Source: an optimization exercise on an open RTL-to-GDS flow (aim: small area, a short achievable clock period and few clock cycles per item). Production flows keep margins and buffers that such runs may drop. Only the layout flow was run in this run; the RTL was not checked for function there.

--- design.v ---
module iz_carrier_decode (
    input  wire [255:0] c,
    output wire [63:0]  bin_lo,
    output wire [63:0]  bin_mid,
    output wire [63:0]  bin_hi,
    output wire [23:0]  count,
    output wire [5:0]   anchor,
    output wire         nan,
    output wire         pinf,
    output wire         ninf,
    output wire         anyother,
    output wire         cov,
    output wire         bad
);
    localparam [23:0] L        = 24'h800000;    
    localparam [39:0] SLICE_MAX = 40'hFF_FFFF_FFFF;
    wire [63:0] r_lo   = c[63:0];
    wire [63:0] r_mid  = c[127:64];
    wire [63:0] r_hi   = c[191:128];
    wire [23:0] r_cnt  = c[215:192];
    wire [5:0]  r_anc  = c[221:216];
    wire        r_nan  = c[222];
    wire        r_pinf = c[223];
    wire        r_ninf = c[224];
    wire        r_any  = c[225];
    wire        r_cov  = c[226];
    wire [28:0] r_rsv  = c[255:227];
    wire bins_nz  = (r_lo != 64'd0) || (r_mid != 64'd0) || (r_hi != 64'd0);
    wire flags_nz = r_nan || r_pinf || r_ninf || r_any || r_cov;
    wire [63:0] limit = r_cnt * SLICE_MAX;
    wire [63:0] mag_lo  = r_lo[63]  ? (~r_lo  + 64'd1) : r_lo;
    wire [63:0] mag_mid = r_mid[63] ? (~r_mid + 64'd1) : r_mid;
    wire [63:0] mag_hi  = r_hi[63]  ? (~r_hi  + 64'd1) : r_hi;
    wire mag_bad = (mag_lo > limit) || (mag_mid > limit) || (mag_hi > limit);
    wire cov_bad = r_cov && ((r_cnt != L) || bins_nz || (r_anc != 6'd0) ||
                             r_nan || r_pinf || r_ninf || r_any);
    wire empty_bad = (r_cnt == 24'd0) && (bins_nz || flags_nz || (r_anc != 6'd0));
    wire low_bad = ((r_anc < 6'd2) && (r_lo != 64'd0)) ||
                   ((r_anc < 6'd1) && (r_mid != 64'd0));
    assign bad = (r_rsv != 29'd0) || (r_anc > 6'd52) || (r_cnt > L) ||
                 cov_bad || empty_bad || low_bad || mag_bad;
    assign bin_lo   = bad ? 64'd0 : r_lo;
    assign bin_mid  = bad ? 64'd0 : r_mid;
    assign bin_hi   = bad ? 64'd0 : r_hi;
    assign count    = bad ? L     : r_cnt;
    assign anchor   = bad ? 6'd0  : r_anc;
    assign nan      = bad ? 1'b0  : r_nan;
    assign pinf     = bad ? 1'b0  : r_pinf;
    assign ninf     = bad ? 1'b0  : r_ninf;
    assign anyother = bad ? 1'b0  : r_any;
    assign cov      = bad ? 1'b1  : r_cov;
endmodule
module iz_carrier_unit (
    input  wire         clk,
    input  wire         rst,
    input  wire         in_valid,
    output wire         in_ready,
    input  wire [1:0]   in_op,
    input  wire [255:0] in_a,
    input  wire [255:0] in_b,
    output reg          out_valid,
    input  wire         out_ready,
    output reg  [255:0] out_data,
    output reg  [2:0]   out_exc
);
    localparam [23:0] L = 24'h800000;
    localparam [255:0] OVF_CARRIER = {29'd0, 1'b1, 4'd0, 6'd0, 24'h800000, 192'd0};
    localparam [63:0] QNAN = 64'h7FF8_0000_0000_0000;
    localparam [63:0] PINF = 64'h7FF0_0000_0000_0000;
    localparam [63:0] NINF = 64'hFFF0_0000_0000_0000;
    wire [63:0] a_lo, a_mid, a_hi, b_lo, b_mid, b_hi;
    wire [23:0] a_cnt, b_cnt;
    wire [5:0]  a_anc, b_anc;
    wire        a_nan, a_pinf, a_ninf, a_any, a_cov, a_bad;
    wire        b_nan, b_pinf, b_ninf, b_any, b_cov, b_bad;
    iz_carrier_decode u_dec_a (
        .c(in_a), .bin_lo(a_lo), .bin_mid(a_mid), .bin_hi(a_hi),
        .count(a_cnt), .anchor(a_anc), .nan(a_nan), .pinf(a_pinf),
        .ninf(a_ninf), .anyother(a_any), .cov(a_cov), .bad(a_bad)
    );
    iz_carrier_decode u_dec_b (
        .c(in_b), .bin_lo(b_lo), .bin_mid(b_mid), .bin_hi(b_hi),
        .count(b_cnt), .anchor(b_anc), .nan(b_nan), .pinf(b_pinf),
        .ninf(b_ninf), .anyother(b_any), .cov(b_cov), .bad(b_bad)
    );
    wire [63:0] x     = in_b[63:0];
    wire        xs    = x[63];
    wire [10:0] xe    = x[62:52];
    wire [51:0] xf    = x[51:0];
    wire        x_nan  = (xe == 11'h7FF) && (xf != 52'd0);
    wire        x_inf  = (xe == 11'h7FF) && (xf == 52'd0);
    wire        x_zero = (xe == 11'd0) && (xf == 52'd0);
    wire        x_sub  = (xe == 11'd0) && (xf != 52'd0);
    wire        x_fin  = !x_nan && !x_inf && !x_zero;
    wire [52:0] xm     = x_sub ? {1'b0, xf} : {1'b1, xf};
    wire [11:0] xq = x_sub ? 12'd6 : ({1'b0, xe} + 12'd5);
    reg [5:0] sub_msb;
    integer i;
    always @* begin
        sub_msb = 6'd0;
        for (i = 0; i < 52; i = i + 1)
            if (xf[i]) sub_msb = i[5:0];
    end
    wire [11:0] xlead = x_sub ? (12'd6 + {6'd0, sub_msb}) : ({1'b0, xe} + 12'd57);
    wire [11:0] xbin_w = xlead / 12'd40;
    wire [5:0]  xbin = xbin_w[5:0];
    wire [24:0] d_cnt_sum = {1'b0, a_cnt} + 25'd1;
    wire        d_ovf = a_cov || (d_cnt_sum > {1'b0, L});
    wire [5:0]  d_anc = (x_fin && (xbin > a_anc)) ? xbin : a_anc;
    wire [5:0]  d_sh  = d_anc - a_anc;
    reg [63:0] d_lo0, d_mid0, d_hi0;
    always @* begin
        case (d_sh)
            6'd0:    begin d_lo0 = a_lo;  d_mid0 = a_mid; d_hi0 = a_hi;  end
            6'd1:    begin d_lo0 = a_mid; d_mid0 = a_hi;  d_hi0 = 64'd0; end
            6'd2:    begin d_lo0 = a_hi;  d_mid0 = 64'd0; d_hi0 = 64'd0; end
            default: begin d_lo0 = 64'd0; d_mid0 = 64'd0; d_hi0 = 64'd0; end
        endcase
    end
    wire signed [13:0] d_wb = $signed({8'd0, d_anc}) * 14'sd40 - 14'sd80;
    wire signed [13:0] d_r  = $signed({2'b00, xq}) - d_wb;
    wire [13:0]        d_rn = -d_r;
    wire [172:0] d_up  = {120'd0, xm} << d_r[7:0];
    wire [52:0]  d_dn  = xm >> d_rn[11:0];
    wire [119:0] d_win = d_r[13] ? {67'd0, d_dn} : d_up[119:0];
    wire [39:0] s_lo  = (d_anc >= 6'd2) ? d_win[39:0]  : 40'd0;
    wire [39:0] s_mid = (d_anc >= 6'd1) ? d_win[79:40] : 40'd0;
    wire [39:0] s_hi  = d_win[119:80];
    wire [63:0] ss_lo  = xs ? -{24'd0, s_lo}  : {24'd0, s_lo};
    wire [63:0] ss_mid = xs ? -{24'd0, s_mid} : {24'd0, s_mid};
    wire [63:0] ss_hi  = xs ? -{24'd0, s_hi}  : {24'd0, s_hi};
    wire [63:0] d_lo  = x_fin ? (d_lo0  + ss_lo)  : a_lo;
    wire [63:0] d_mid = x_fin ? (d_mid0 + ss_mid) : a_mid;
    wire [63:0] d_hi  = x_fin ? (d_hi0  + ss_hi)  : a_hi;
    wire d_nan  = a_nan  || x_nan;
    wire d_pinf = a_pinf || (x_inf && !xs);
    wire d_ninf = a_ninf || (x_inf && xs);
    wire d_any  = a_any  || !(x_zero && xs);
    wire [255:0] dep_res = d_ovf ? OVF_CARRIER :
        {29'd0, 1'b0, d_any, d_ninf, d_pinf, d_nan, d_anc, d_cnt_sum[23:0],
         d_hi, d_mid, d_lo};
    wire [24:0] m_cnt_sum = {1'b0, a_cnt} + {1'b0, b_cnt};
    wire        m_ovf = a_cov || b_cov || (m_cnt_sum > {1'b0, L});
    wire [5:0] m_anc  = (b_anc > a_anc) ? b_anc : a_anc;
    wire [5:0] m_sh_a = m_anc - a_anc;
    wire [5:0] m_sh_b = m_anc - b_anc;
    reg [63:0] ma_lo, ma_mid, ma_hi, mb_lo, mb_mid, mb_hi;
    always @* begin
        case (m_sh_a)
            6'd0:    begin ma_lo = a_lo;  ma_mid = a_mid; ma_hi = a_hi;  end
            6'd1:    begin ma_lo = a_mid; ma_mid = a_hi;  ma_hi = 64'd0; end
            6'd2:    begin ma_lo = a_hi;  ma_mid = 64'd0; ma_hi = 64'd0; end
            default: begin ma_lo = 64'd0; ma_mid = 64'd0; ma_hi = 64'd0; end
        endcase
        case (m_sh_b)
            6'd0:    begin mb_lo = b_lo;  mb_mid = b_mid; mb_hi = b_hi;  end
            6'd1:    begin mb_lo = b_mid; mb_mid = b_hi;  mb_hi = 64'd0; end
            6'd2:    begin mb_lo = b_hi;  mb_mid = 64'd0; mb_hi = 64'd0; end
            default: begin mb_lo = 64'd0; mb_mid = 64'd0; mb_hi = 64'd0; end
        endcase
    end
    wire [255:0] mrg_res = m_ovf ? OVF_CARRIER :
        {29'd0, 1'b0, a_any || b_any, a_ninf || b_ninf, a_pinf || b_pinf,
         a_nan || b_nan, m_anc, m_cnt_sum[23:0],
         ma_hi + mb_hi, ma_mid + mb_mid, ma_lo + mb_lo};
    wire [145:0] q_v = {{82{a_lo[63]}}, a_lo} +
                       {{42{a_mid[63]}}, a_mid, 40'd0} +
                       {{2{a_hi[63]}}, a_hi, 80'd0};
    wire         q_neg = q_v[145];
    wire [145:0] q_mag = q_neg ? -q_v : q_v;
    wire         q_zero = (q_v == 146'd0);
    reg [7:0] q_lz;
    integer k;
    always @* begin
        q_lz = 8'd0;
        for (k = 0; k < 146; k = k + 1)
            if (q_mag[k]) q_lz = 8'd145 - k[7:0];
    end
    wire [145:0] q_n = q_mag << q_lz;
    wire signed [13:0] q_be = $signed({6'd0, 8'd145}) - $signed({6'd0, q_lz}) +
                              $signed({8'd0, a_anc}) * 14'sd40 - 14'sd137;
    wire        q_sub = (q_be < 14'sd1);
    wire [13:0] q_k   = 14'sd1 - q_be;
    wire [6:0]  q_kc  = (q_k > 14'd70) ? 7'd70 : q_k[6:0];
    wire [209:0] q_s  = q_sub ? ({q_n, 64'd0} >> q_kc) : {q_n, 64'd0};
    wire [52:0] q_mant   = q_s[209:157];
    wire        q_guard  = q_s[156];
    wire        q_sticky = (q_s[155:0] != 156'd0);
    wire        q_inc    = q_guard && (q_sticky || q_mant[0]);
    wire [10:0] q_ef   = q_sub ? 11'd0 : q_be[10:0];
    wire        q_big  = !q_sub && (q_be > 14'sd2046);
    wire [62:0] q_pack = {q_ef, q_mant[51:0]} + {62'd0, q_inc};
    wire        q_ovf  = q_big || (q_pack[62:52] == 11'h7FF);
    reg [63:0] q_res;
    reg [2:0]  q_exc;
    always @* begin
        q_exc = 3'b000;
        if (a_cov) begin
            q_res = QNAN;
            q_exc[0] = 1'b1;
        end else if (a_nan || (a_pinf && a_ninf)) begin
            q_res = QNAN;
            q_exc[1] = a_pinf && a_ninf && !a_nan;
        end else if (a_pinf) begin
            q_res = PINF;
        end else if (a_ninf) begin
            q_res = NINF;
        end else if (q_zero) begin
            q_res = ((a_cnt != 24'd0) && !a_any) ? 64'h8000_0000_0000_0000 : 64'd0;
        end else if (q_ovf) begin
            q_res = q_neg ? NINF : PINF;
            q_exc[2] = 1'b1;
        end else begin
            q_res = {q_neg, q_pack};
        end
    end
    reg [255:0] res;
    reg [2:0]   exc;
    always @* begin
        case (in_op)
            2'd0:    begin res = dep_res; exc = {2'b00, d_ovf}; end
            2'd1:    begin res = mrg_res; exc = {2'b00, m_ovf}; end
            default: begin res = {192'd0, q_res}; exc = q_exc; end
        endcase
    end
    assign in_ready = !out_valid || out_ready;
    always @(posedge clk) begin
        if (rst)
            out_valid <= 1'b0;
        else if (in_ready)
            out_valid <= in_valid;
    end
    always @(posedge clk) begin
        if (in_valid && in_ready) begin
            out_data <= res;
            out_exc  <= exc;
        end
    end
endmodule
--- run.sh ---
#!/bin/bash
# synth_recipe.tcl (not shown) runs the flow's synth.tcl, then flattens the netlist and writes it again
# the make line also repeats each setting of config.mk as NAME=value (left out here)
make -C /OpenROAD-flow-scripts/flow DESIGN_CONFIG=/design/flow/config.mk WORK_HOME=/design/flow/orfs CLKGATE_MAP_FILE= SYNTH_SCRIPT=/design/flow/synth_recipe.tcl finish
--- config.mk ---
export PLATFORM = sky130hd
export DESIGN_NAME = iz_carrier_unit
export DESIGN_NICKNAME = iz_carrier_unit
export VERILOG_FILES = /design/flow/design.v
export SDC_FILE = /design/flow/constraint.sdc
export NUM_CORES = 4
export LEC_CHECK = 0
export CAP_MARGIN = 20
export CORE_MARGIN = 2
export CORE_UTILIZATION = 25
export PLACE_DENSITY = 0.35
export SLEW_MARGIN = 20
--- constraint.sdc ---
create_clock -name core_clock -period 40.0 [get_ports {clk}]
set_input_delay 8.0000 -clock core_clock [delete_from_list [all_inputs] [get_ports {clk}]]
set_output_delay 8.0000 -clock core_clock [all_outputs]
set_load 0.01 [all_outputs]
==> results.cfg <==
[run_status]
status = timing/DRC/antenna clean

[clocking]
cts.path.max_buffers = 3
postCtsSetupBuffers = 0
cts_sinks = 231
cts_root_buf = clkbuf_16
clk_pin_slew_ns = 0.06
cts.htree.levels = 1
clk_latency_ns = 0.75
cts_tree = done
cts_buffers = 28

[logic_synthesis]
synth_seq_area_share = 0.0514
yosys_register_bits = 231
synth-edff-count = 230
synth_top_area_share = 0.128
synth_ff_type = edfxtp_1
synth_xor_xnor_area_share = 0.0838
synth.distinct_cells = 139
yosys-mux-area-fraction = 0.0636
yosysWarnings = 1
synth.most_common_cell = nor2_1
synth_cells = 19100
ys_top_cells_by_area = ha_1, fa_1, xnor2_1
synthTopCellsByCount = nor2_1, nand2_1, ha_1
netlist_area_um2 = 135000
yosys.area_share.simple = 0.239
syn_area_per_cell_um2 = 7.04
yosys.area.top_type = ha_1
synth_compound_area_frac = 0.292
synth_top_family_by_area = compound AO/OA/AOI/OAI gates
synthArstFlopShare = 0
synthAdderAreaFrac = 0.198

[detailed_routing]
route.detailed.vias_per_inst = 5.96
routed_wl_um = 1040000
detail-route-antenna-nets = 0
drtIter0Drc = 21400
num_vias = 168000
dr.pass1.iters = 12
drt-wirelength-per-cell_um = 37.0
drc = 0

[place]
gp_congestion = 1.05
hpwl_um = 885000
post-place-ws_ns = 1.49
placed_cells = 27900
portBuffers = 749

[floorplan]
die_y_um = 738
num_rows = 269
core-area_um2 = 536000
dieArea_um2 = 545000
ios = 779
initial_core_util = 0.251
die_w_um = 738

[timing]
finalMaxSlewViolations = 0
period_share = 0.970
whs_ns = 0.547
maxSlewHeadroom = 0.0916
hold_viol = 0
setup_violations = 0
period_needed_ns = 38.80
worst_slew_pin_slew_ns = 1.36
fmax_mhz = 25.8
tns_ns = 0
fin_ws_ns = 1.20
fin_worst_skew_ns = 0.0645

[worst_setup_path]
end_kind = flip-flop
worstPathRequired_ns = 40.56
cpPeakStageDelay_ns = 0.87
worst-path-buf-inv = 19
path_delay_family = compound AO/OA/AOI/OAI gates
startpoint_type = primary input
crit_type = in -> reg
worstPathArrival_ns = 39.36
crit_fanout = 57
slowest_stage = fa_1
path_common_cell = buf_4

[cells_and_area]
fin_nets = 23200
layout-drive-gt1-share = 0.136
area_growth_pct = 22.2
fin_cells = 28100

[grt]
grt.total_usage = 0.365
grt_pass1_wl_um = 1390000
gr-total-overflow = 0
antenna_found_initial = 166
grt_pass1_vias = 158000
grt_start_max_net_pins = 124

[run]
maxCapViolations = 0

[worst_hold_path]
worstHoldPathType = reg -> reg
==> final timing paths <==
check / from / end / slack [ns] / cells past startpoint
setup / recovery: in_a[200] / out_data[1] / 1.20 / 103
hold / removal: out_valid / out_valid / 0.55 / 2
setup reg to reg: out_valid / out_data[152] / 36.81 / 4
hold reg to reg: out_valid / out_valid / 0.55 / 2
==> placed cells by master (no fill, tap or decap), types with 83 or more instances in the layout <==
master,n
o21bai_1,129
or4_1,107
o21ai_1,84
o21ai_0,1167
nand2_1,1691
nor4_1,171
nor3_1,538
or3_1,201
a21boi_0,91
mux2_2,211
nand3_1,542
a22o_1,92
ha_1,1373
a21o_1,285
o22ai_1,296
o211ai_1,222
a31oi_1,236
o221ai_1,103
xor2_1,318
xnor2_1,915
o21a_1,148
fa_1,464
clkdlybuf4s50_1,735
or2_2,130
nor2_1,1855
a22oi_1,170
o31ai_1,201
a222oi_1,83
nor2b_1,139
a21oi_1,1352
mux2i_1,573
diode_2,88
nand4_1,263
buf_4,2007
edfxtp_1,230
and3_1,173
a211oi_1,204
nand2b_1,236
inv_1,1221
and2_1,264
==> sequential cells by signal (all words and copies together), names as in the netlist <==
name,flops
out_data,227
out_valid,1
out_exc,3
==> worst register-to-register path: stages (launching register included) <==
cell	delay (ns)
dfxtp_1	0.31
nand2b_1	0.12
and2_4	0.67
buf_4	0.80
buf_4	0.84
==> logic make-up after synthesis <==
group / after synthesis
AO/OA/AOI/OAI: 5859
buffers and inverters: 2424
flip-flops: 231
other: 2
AND/OR/NAND/NOR: 6663
multiplexers: 808
adder cells (fa/ha/maj): 1855
XOR/XNOR: 1275
==> repair_timing <==
item | CTS | global route
setup endpoints to repair | 0 | 4
hold buffers | 0 | 0
gates resized for setup | 0 | 7
==> layout make-up <==
cell class,count,area (um2)
Fill cell,59400,372000
Clock inverter,17,220
Tap cell,7181,8980
Timing Repair Buffer,2821,23700
Clock buffer,34,723
Antenna cell,88,220
Multi-Input combinational cell,16500,119000
Inverter,1230,4630
Sequential cell,231,6930
==> layer usage <==
layer / track usage / vias up / part of all wire
met5: 0 / - / 0.00027
met2: 0.559 / 8773 / 0.43
li1: - / 73800 / -
met3: 0.0619 / 1879 / 0.079
met1: 0.473 / 83100 / 0.42
met4: 0.232 / 44 / 0.076
==> through the flow <==
stage	cell area, um2	util
floorplan	135000	-
global placement	163000	0.304
detailed placement	163000	0.304
CTS	164000	0.306
global route	164000	0.306
finish	165000	0.307

separate check: timing with driven ports:
The flow's constraints put no driver on any port. The routed layout listed below was extracted and timed again, unchanged, in two steps. Step 1 (the two cells are an assumption about what drives the block):
set clk [get_ports {clk}]
set_driving_cell -lib_cell sky130_fd_sc_hd__clkbuf_16 $clk
set_driving_cell -lib_cell sky130_fd_sc_hd__buf_2 [delete_from_list [all_inputs] $clk]
Step 2 times the ports against the registers' clock, not the clock port: input delays grow and output delays shrink by t, the midpoint of the rising clock arrivals with the driver on. Slacks: no drivers / after step 1 / after step 2; pairs: no drivers / after step 1.
t (ns): 0.804
slack for setup (ns): 1.205 / 1.240 / 0.436
worst setup path at the end: input to register
worst slew at a driven data input, ns: 0.45
After both steps this run still meets setup and hold. The setup slack of this run moves by +0.035 ns with the drivers and by -0.769 ns with both steps.
